This is an optimization exercise on Yosys and OpenROAD, whose aim is small area and a short achievable clock period, not a production implementation. No functional check of the RTL was part of any run shown here. Power figures rest on the tool's default switching activity, not on a simulated workload.

==> flow/design.v (outline; a module is shown in full before it is edited, if it fits) <==
// module welt_rx_flight: 1093 lines
module welt_rx_flight (
    input  wire         clk,
    input  wire         rst,           
    input  wire         cfg_enc,       
    input  wire         in_valid,
    input  wire [255:0] in_data,       
    output reg          s_valid,
    output reg  [2:0]   s_kind,
    output reg          s_fwd,
    output reg          s_hfail,
    output reg          f_valid,
    output reg  [1:0]   f_result,
    output reg          f_crc_ok,
    output reg          f_hdr_ok,
    output reg  [15:0]  f_fseq,
    output wire         f_fill_next,
    output wire [15:0]  f_ack_seq,
    output wire         f_nak,
    output wire [1:0]   f_nak_rpl
);
  // ...
==> flow/flow/run.sh <==
#!/bin/bash
# Layout flow: the standard ORFS flow (standard.sh, unchanged synthesis),
# with two ORFS settings passed through the environment:
#  - the port buffers that ORFS inserts on every input and output are
#    sky130_fd_sc_hd__buf_1 instead of ORFS's default pick (clkdlybuf4s50_1);
set -euo pipefail
export BUFFER_PORTS_ARGS="-buffer_cell sky130_fd_sc_hd__buf_1"
export SETUP_SLACK_MARGIN=6.5
bash standard.sh > standard.log 2>&1
==> flow/standard.sh <==
#!/bin/bash
# synth_recipe.tcl (not shown) runs the flow's synth.tcl, then flattens the netlist and writes it again
# the make line also repeats each setting of config.mk as NAME=value (left out here)
make -C /OpenROAD-flow-scripts/flow DESIGN_CONFIG=/design/flow/config.mk WORK_HOME=/design/flow/orfs CLKGATE_MAP_FILE= SYNTH_SCRIPT=/design/flow/synth_recipe.tcl "${@:-finish}"
==> flow/config.mk <==
export PLATFORM = sky130hd
export DESIGN_NAME = welt_rx_flight
export DESIGN_NICKNAME = welt_rx_flight
export VERILOG_FILES = /design/flow/design.v
export SDC_FILE = /design/flow/constraint.sdc
export NUM_CORES = 4
export LEC_CHECK = 0
export CAP_MARGIN = 20
export CORE_MARGIN = 2
export CORE_UTILIZATION = 50
export SLEW_MARGIN = 20
==> flow/constraint.sdc <==
create_clock -name core_clock -period 10.0 [get_ports {clk}]
set_input_delay 2.0000 -clock core_clock [delete_from_list [all_inputs] [get_ports {clk}]]
set_output_delay 2.0000 -clock core_clock [all_outputs]
set_load 0.01 [all_outputs]
==> results.json, run 1 <==
{
  "buffer_area_frac": 0.0454,
  "die_h_um": 262,
  "syn2layout_area_growth_pct": 13.0,
  "period_minus_slack_ps": 4050,
  "hold_path.class": "flop to flop",
  "status": "finished clean",
  "use_met2": 0.710,
  "nets": 3299,
  "pg_clk_mw": 1.76,
  "n_clock_buffer": 55,
  "timing_worst_setup_path_type": "flop to flop",
  "dp_cells": 3836,
  "cp_data_arrival_time_ps": 4400,
  "cpMaxStageDelayCell": "dfxtp_1",
  "cp_data_required_time_ps": 10350,
  "met3_length_um": 34900,
  "crit_chain": "xnor2_2 -> xnor2_1 -> xnor2_2 -> xnor3_1 -> xnor2_1 -> xnor3_1",
  "num-multi-input-gates": 2195,
  "clkPwrFrac": 0.127,
  "top_regs": "d1 (256), s (32)",
  "critPathBufInv": 0,
  "drtIter0Drc": 5458,
  "grt_setup_unrepaired": "true",
  "track_usage": 0.538,
  "syn_inst": 2818,
  "reg2reg_to": "s[5]",
  "place_congestion": 1.35,
  "drc": 0,
  "maxPowerGroup": "combinational logic",
  "p_total_mw": 13.8,
  "cts_hold_buf": 0
}
==> run 2: changes to the inputs <==
--- a/flow/design.v
+++ b/flow/design.v
@@ -8,17 +8,17 @@
     output reg  [2:0]   s_kind,
     output reg          s_fwd,
     output reg          s_hfail,
     output reg          f_valid,
     output reg  [1:0]   f_result,
     output reg          f_crc_ok,
     output reg          f_hdr_ok,
     output reg  [15:0]  f_fseq,
-    output wire         f_fill_next,
+    output reg          f_fill_next,
     output wire [15:0]  f_ack_seq,
     output wire         f_nak,
     output wire [1:0]   f_nak_rpl
 );
     localparam [2:0] K_HEADER = 3'd0;
     localparam [2:0] K_DATA   = 3'd1;
     localparam [2:0] K_LINK   = 3'd2;
     localparam [2:0] K_FILL   = 3'd3;
@@ -30,25 +30,16 @@
     localparam [1:0] R_FAIL    = 2'd3;
     localparam [8:0] MAX_LEN = 9'd320;
     reg         v1;
     reg [255:0] d1;
     always @(posedge clk) begin
         v1 <= in_valid && !rst;
         d1 <= in_data;
     end
-    reg [8:0]  rem;         
-    reg        rem_nz;      
-    reg [8:0]  rem_saved;   
-    reg        saved_nz;    
-    reg        hfail_seen;
-    reg [15:0] ack_seq;
-    reg        nak;
-    reg [1:0]  nak_rpl;
-    reg [1:0]  last_rpl;    
     reg [4:0]  pos;         
     reg        fill_cur;    
     reg        restart;     
     reg [31:0] s;           
     wire [31:0] se = restart ? 32'h9a317c73 : s;    
     wire [31:0] s_next;     
     wire [15:0] hs;         
     wire t0 = d1[181] ^ d1[240];
@@ -953,141 +944,126 @@
     assign hs[14] = ((((t256 ^ t663) ^ (t695 ^ t776)) ^ ((t783 ^ t797) ^ (t835 ^ ((d1[204] ^ d1[248]) ^ t148)))) ^ ((((t480 ^ t529) ^ (t540 ^ t567)) ^ ((t601 ^ t625) ^ (t673 ^ t674))) ^ ((((t131 ^ t243) ^ (t286 ^ (d1[35] ^ d1[107]))) ^ t422) ^ (t739 ^ t768))));
     assign hs[15] = ((((t454 ^ t522) ^ (t523 ^ t614)) ^ ((t653 ^ t816) ^ (t842 ^ (t202 ^ t437)))) ^ ((((t837 ^ (d1[224] ^ t132)) ^ ((t175 ^ t215) ^ (t350 ^ t361))) ^ t824) ^ ((((t379 ^ t499) ^ (t528 ^ t558)) ^ t739) ^ (t765 ^ ((t597 ^ (d1[34] ^ d1[83])) ^ t453)))));
     wire is_seal = (pos == 5'd31);
     wire is_fill = (pos == 5'd0) && fill_cur;
     wire is_tag  = (pos == 5'd30) && cfg_enc;
     reg        v2;
     reg        seal2, fill2, tag2;
     reg [15:0] hs2;         
-    reg [8:0]  len2;        
-    reg        empty2;      
-    reg        link2;       
-    reg        lenz2;       
-    reg        lenover2;    
-    reg        eq0_2;       
-    reg        acc2;        
+    reg [21:0] f2;          
+    reg        fn2;         
     reg [1:0]  rpl2;        
-    wire [15:0] d_fseq  = d1[15:0];
-    wire [1:0]  d_rpl   = d1[38:37];
-    wire        d_empty = d1[152];
-    wire        d_eq1   = (d_fseq == ack_seq + 16'd1);
-    wire        d_acc   = !d_empty && d_eq1 && (!nak || d_rpl != nak_rpl);
+    reg        empty2;      
     always @(posedge clk) begin
         if (rst) begin
             pos      <= 5'd0;
             fill_cur <= 1'b0;
             restart  <= 1'b1;
             v2       <= 1'b0;
         end else begin
             v2 <= v1;
             if (v1) begin
                 pos     <= pos + 5'd1;
                 restart <= is_seal || is_fill;
                 s       <= s_next;
-                if (is_seal) begin
+                if (is_seal)
                     fill_cur <= d1[35];
-                    f_fseq   <= d_fseq;
-                end
             end
         end
         seal2  <= is_seal;
         fill2  <= is_fill;
         tag2   <= is_tag;
         hs2    <= hs ^ 16'ha53d;
-        len2   <= d1[21:13];
-        rpl2     <= d_rpl;
-        empty2   <= d_empty;
-        link2    <= (d1[10:0] == 11'h7FF);
-        lenz2    <= (d1[21:13] == 9'd0);
-        lenover2 <= (d1[21:13] > MAX_LEN);
-        eq0_2    <= (d_fseq == ack_seq);
-        acc2     <= d_acc;
+        f2     <= d1[21:0];
+        fn2    <= d1[35];
+        rpl2   <= d1[38:37];
+        empty2 <= d1[152];
     end
-    wire [8:0]  hdr_len  = len2;
+    reg [8:0]  rem;
+    reg [8:0]  rem_saved;
+    reg        hfail_seen;
+    reg [15:0] ack_seq;
+    reg        nak;
+    reg [1:0]  nak_rpl;
+    reg [1:0]  last_rpl;
+    wire [8:0]  hdr_len  = f2[21:13];
+    wire [15:0] fseq     = f2[15:0];
+    wire        is_link  = (f2[10:0] == 11'h7FF);
     wire        hbad2    = (hs2 != 16'd0);
     reg [2:0] kind;
     always @* begin
         if (seal2)              kind = K_SEAL;
         else if (fill2)         kind = K_FILL;
         else if (tag2)          kind = K_TAG;
-        else if (rem_nz)        kind = K_DATA;
-        else if (link2)         kind = K_LINK;
+        else if (rem != 9'd0)   kind = K_DATA;
+        else if (is_link)       kind = K_LINK;
         else                    kind = K_HEADER;
     end
-    wire is_hdr  = !seal2 && !fill2 && !tag2 && !rem_nz && !link2;
-    wire is_data = !seal2 && !fill2 && !tag2 && rem_nz;
-    wire is_link = !seal2 && !fill2 && !tag2 && !rem_nz && link2;
-    wire hfail   = (is_hdr && (hbad2 || lenover2)) || (is_link && hbad2);
-    wire fwd     = (is_hdr || is_data) && !hfail && !hfail_seen && !nak;
+    wire hfail = ((kind == K_HEADER) && (hbad2 || hdr_len > MAX_LEN)) ||
+                 ((kind == K_LINK) && hbad2);
+    wire fwd   = ((kind == K_HEADER) || (kind == K_DATA)) &&
+                 !hfail && !hfail_seen && !nak;
     wire crc_ok = (s == 32'ha047508c);
     wire good   = crc_ok && !hfail_seen;
-    wire accept = good && acc2;
     reg [1:0] result;
     always @* begin
         if (!good)
             result = R_FAIL;
         else if (empty2)
-            result = eq0_2 ? R_EMPTY : R_DISCARD;
-        else if (acc2)
+            result = (fseq == ack_seq) ? R_EMPTY : R_DISCARD;
+        else if ((fseq == ack_seq + 16'd1) && (!nak || rpl2 != nak_rpl))
             result = R_ACCEPT;
         else
             result = R_DISCARD;
     end
-    wire rem_is1 = (rem == 9'd1);
     always @(posedge clk) begin
         if (rst) begin
             rem        <= 9'd0;
-            rem_nz     <= 1'b0;
             rem_saved  <= 9'd0;
-            saved_nz   <= 1'b0;
             hfail_seen <= 1'b0;
             ack_seq    <= 16'hFFFF;
             nak        <= 1'b0;
             nak_rpl    <= 2'd0;
             last_rpl   <= 2'd0;
             s_valid    <= 1'b0;
             f_valid    <= 1'b0;
         end else begin
             s_valid <= v2;
             f_valid <= v2 && seal2;
             if (v2) begin
                 if (!seal2) begin
-                    if (is_data) begin
-                        rem    <= rem - 9'd1;
-                        rem_nz <= !rem_is1;
-                    end else if (is_hdr) begin
-                        rem    <= hdr_len;
-                        rem_nz <= !lenz2;
-                    end
+                    if (kind == K_DATA)
+                        rem <= rem - 9'd1;
+                    else if (kind == K_HEADER)
+                        rem <= hdr_len;
                     if (hfail)
                         hfail_seen <= 1'b1;
                 end else begin
                     hfail_seen <= 1'b0;
-                    if (accept) begin
-                        rem_saved  <= rem;
-                        saved_nz   <= rem_nz;
-                        ack_seq    <= f_fseq;
-                        last_rpl   <= rpl2;
-                        nak        <= 1'b0;
+                    if (result == R_ACCEPT) begin
+                        rem_saved <= rem;
+                        ack_seq   <= fseq;
+                        last_rpl  <= rpl2;
+                        nak       <= 1'b0;
                     end else begin
-                        rem    <= rem_saved;
-                        rem_nz <= saved_nz;
-                        if (!good && !nak) begin
+                        rem <= rem_saved;
+                        if (result == R_FAIL && !nak) begin
                             nak     <= 1'b1;
                             nak_rpl <= last_rpl;
                         end
                     end
                 end
             end
         end
         s_kind      <= kind;
         s_fwd       <= fwd;
         s_hfail     <= hfail;
         f_result    <= result;
         f_crc_ok    <= crc_ok;
         f_hdr_ok    <= !hfail_seen;
+        f_fseq      <= fseq;
+        f_fill_next <= fn2;
     end
     assign f_ack_seq = ack_seq;
     assign f_nak     = nak;
     assign f_nak_rpl = nak_rpl;
-    assign f_fill_next = fill_cur;
 endmodule
==> flow/run.sh (new file) <==
#!/bin/bash
# synth_recipe.tcl (not shown) runs the flow's synth.tcl, then flattens the netlist and writes it again
# the make line also repeats each setting of config.mk as NAME=value (left out here)
make -C /OpenROAD-flow-scripts/flow DESIGN_CONFIG=/design/flow/config.mk WORK_HOME=/design/flow/orfs CLKGATE_MAP_FILE= SYNTH_SCRIPT=/design/flow/synth_recipe.tcl finish
==> flow/config.mk (replaced) <==
export PLATFORM = sky130hd
export DESIGN_NAME = welt_rx_flight
export DESIGN_NICKNAME = welt_rx_flight
export VERILOG_FILES = /design/flow/design.v
export SDC_FILE = /design/flow/constraint.sdc
export NUM_CORES = 4
export LEC_CHECK = 0
export CAP_MARGIN = 40
export CORE_MARGIN = 2
export CORE_UTILIZATION = 25
export SLEW_MARGIN = 40
removed: flow/flow/run.sh
removed: flow/standard.sh
==> run 2 against run 1 <==
Still clean on timing, DRC and antenna; critical path depth up 3; synthesized area down 9.7%; wire length up 15%; cell area up 1.5%; total power down 1.6%; synthesized cell count up 7.7%; sequential power down 2%; combinational power down 3.5%.
==> results.json, run 2 <==
{
  "status": "finished clean",
  "antenna_found_initial": 4,
  "synth_top_family_by_area": "XOR/XNOR gates",
  "drt_wl_total_um": 212000,
  "reg2reg_to": "rem_saved[2]",
  "final_util": 0.321,
  "synth.most_common_cell": "xnor2_1",
  "grt_pass1_wl_um": 262000,
  "drtAntennaViolNets": 0,
  "place_ws_ps": 5840,
  "root_buffer": "clkbuf_16",
  "final_cell_mix": "xnor2_1 (1599), dfxtp_1 (370), xor2_1 (367), clkdlybuf4s50_1 (305), buf_4 (123)",
  "place_congestion": 1.10,
  "hold_path_startpoint": "fn2",
  "timing.final.crit_share": 0.429,
  "cp_data_arrival_time_ps": 4820,
  "nets": 3641,
  "cp_data_required_time_ps": 10530,
  "routed_via_density": 4.75,
  "hold_path.class": "flop to flop",
  "min_path_cells": 0,
  "end_kind": "flop",
  "synth_flop_cell": "dfxtp_1",
  "cts_buffers": 49,
  "initial_core_util": 0.253,
  "largest_register_ffs": 256,
  "cts_hold_buf": 0,
  "synth-seq-cells": 410,
  "synth-seq-area-share": 0.285,
  "grt_max_degree": 78,
  "synth_fa_ha_area_frac": 0.00292,
  "cts_resized": 0,
  "ys_types": 60,
  "drc": 0,
  "synth_compound_area_frac": 0.0158,
  "finalHoldViolCount": 0,
  "grt_setup_unrepaired": "false",
  "cts_sinks": 410,
  "grt_remaining_overflow": 0,
  "avgRoutedWirePerCell_um": 42.4,
  "finalSetupViolCount": 0,
  "r2r_start": "ack_seq[1]",
  "grt_pass1_vias": 22800,
  "io_pins": 307,
  "crit_path_start_kind": "flop",
  "synth_fp_nets": 3303,
  "syn_inst": 3036,
  "r2r_cells": 9,
  "finalMaxSlewViolations": 0,
  "clk_latency_ps": 660,
  "path_clk_slew_ps": 60,
  "dieArea_mm2": 0.123,
  "skew_ps": 33.3,
  "synth.avg_cell_area_um2": 9.86,
  "synth_xor_area_frac": 0.622,
  "die_x_um": 350,
  "fmax_ghz": 0.233,
  "async_flop_share": 0,
  "vias": 23800,
  "synth_area_leaders": "xnor2_1 (49%), dfxtp_1 (25%), xor2_1 (11%), edfxtp_1 (3.2%), nor2_1 (1.5%)",
  "final_common_cell": "xnor2_1",
  "yosys.area.top_type": "xnor2_1",
  "period_minus_slack_ps": 4290,
  "cp-startpoint": "ack_seq[1]",
  "crit_chain": "ha_1 -> nand2_1 -> or4_1 -> a32o_1 -> a21oi_1 -> nand4b_1 -> or3_1 -> or2_1 -> mux2_2",
  "dpl.hpwl_um": 186000,
  "track_usage": 0.340,
  "cpMaxStageDelayCell": "or3_1",
  "path_max_fanout": 18,
  "drtIter0Drc": 3093,
  "synth.area.mux_share": 0.00890,
  "first_pass_iters": 5,
  "synth_edf_count": 32,
  "drive_gt1_frac": 0.101,
  "synthSimpleGateAreaFrac": 0.0444,
  "max_slew_margin": 0.278,
  "synth_top_area_frac": 0.494,
  "post_synth_instance_area_mm2": 0.0299,
  "netlist_top_cells_count": "xnor2_1 (1690), xor2_1 (390), dfxtp_1 (378), nor2_1 (122), clkbuf_1 (116)",
  "clockBufferDepth": 3,
  "cpPeakStageDelay_ps": 630,
  "coreArea_mm2": 0.118,
  "nFillCells": 12300,
  "fin_tns_setup_ps": 0,
  "tightest_slew_ps": 1080,
  "peakVddDrop_mv": 0.146,
  "syn2layout_area_growth_pct": 27.1,
  "r2r_slack_ps": 5710,
  "ys_warn_count": 1,
  "io_buffers": 306,
  "die_h_um": 350,
  "cts_setup_buffers": 0,
  "hold-path-endpoint": "f_fill_next",
  "layout_setup_ws_ps": 5710,
  "drv_cap": 0,
  "rows": 126,
  "power_density_mw_per_mm2": 357,
  "top_regs": "d1 (256), s (32), f2 (22)",
  "timing_worst_setup_path_type": "flop to flop",
  "cts_tree": "built",
  "p_leak_nw": 12.9,
  "h-tree-depth": 2,
  "top_register": "d1"
}
==> run 2: worst max-delay path by stage <==
| stage | cells past startpoint | to |
|---|---|---|
| after floorplan | 3 | s[0] |
| after global placement | 7 | ack_seq[9] |
| after detailed placement | 9 | rem_saved[2] |
| after CTS | 9 | rem_saved[2] |
| after global routing | 9 | rem_saved[3] |
| final | 9 | rem_saved[2] |
==> run 2: cells by family (layout without fill, tap and decap cells) <==
group                    count (synthesis)  in the layout
XOR/XNOR                              2099           2099
flip-flops                             410            410
AND/OR/NAND/NOR                        267            267
buffers and inverters                  156            529
AO/OA/AOI/OAI                           71             71
multiplexers                            26             26
adder cells (fa/ha/maj)                  7              7
other                                    0              2
==> run 2: critical path: cells and delay by family (launching register included) <==
| family | cells | cell delay [ps] |
|---|---|---|
| AO/OA/AOI/OAI | 2 | 560 |
| AND/OR/NAND/NOR | 5 | 2240 |
| flip-flops | 1 | 490 |
| adder cells (fa/ha/maj) | 1 | 470 |
| multiplexers | 1 | 410 |
==> run 2: per-stage QoR <==
stage	hold WS, ps	total power, mW	instance area, µm²	cells
2_1_floorplan	310	8.10	29900	3036
3_3_place_gp	313	11.4	35500	4923
3_5_place_dp	316	11.4	36300	4923
4_1_cts	329	13.4	38000	5009
5_1_grt	331	13.9	38000	5009
6_report	327	13.6	38100	5011
==> run 2: final cells by class <==
class,count,area [µm²],area share
Tap cell,1600,2000,0.0526
Antenna cell,2,5.00,0.000132
Inverter,14,52.6,0.00138
Sequential cell,410,8540,0.224
Clock inverter,21,312,0.00819
Multi-Input combinational cell,2470,21800,0.572
Clock buffer,65,1380,0.0362
Timing Repair Buffer,429,3980,0.105
==> run 2: metal layers <==
layer | global-route usage | share of wire
met4 | 0.218 | 0.077
met3 | 0.0657 | 0.079
met2 | 0.510 | 0.42
met5 | 0 | 0.00011
met1 | 0.445 | 0.42
==> run 2: power breakdown <==
| part | internal [mW] | switching, mW | total [mW] | leakage (nW) |
|---|---|---|---|---|
| logic | 3.80 | 5.34 | 9.14 | 8.62 |
| clock network | 1.11 | 0.812 | 1.92 | 0.829 |
| registers | 2.11 | 0.414 | 2.53 | 3.46 |

-- separate check: timing with driven ports --
The flow's constraints put no driver on any port. The routed layouts listed below were extracted and timed again, unchanged, in two steps. Step 1, drivers: a clkbuf_16 drives clk and a buf_2 each remaining input, both assumed. Step 2 times the ports against the registers' clock, not the clock port: input delays grow and output delays shrink by t, the midpoint of the rising clock arrivals with the driver on. Three values: no drivers, after step 1, after step 2; two values: the first two.
| run | t (ns) | setup slack, ns | worst setup path after step 2 |
|---|---|---|---|
| run 1 | 0.679 | 5.947 / 5.947 / 5.947 | register to register |
| run 2 | 0.718 | 5.710 / 5.710 / 5.710 | register to register |
After both steps setup and hold are still met in every run listed.
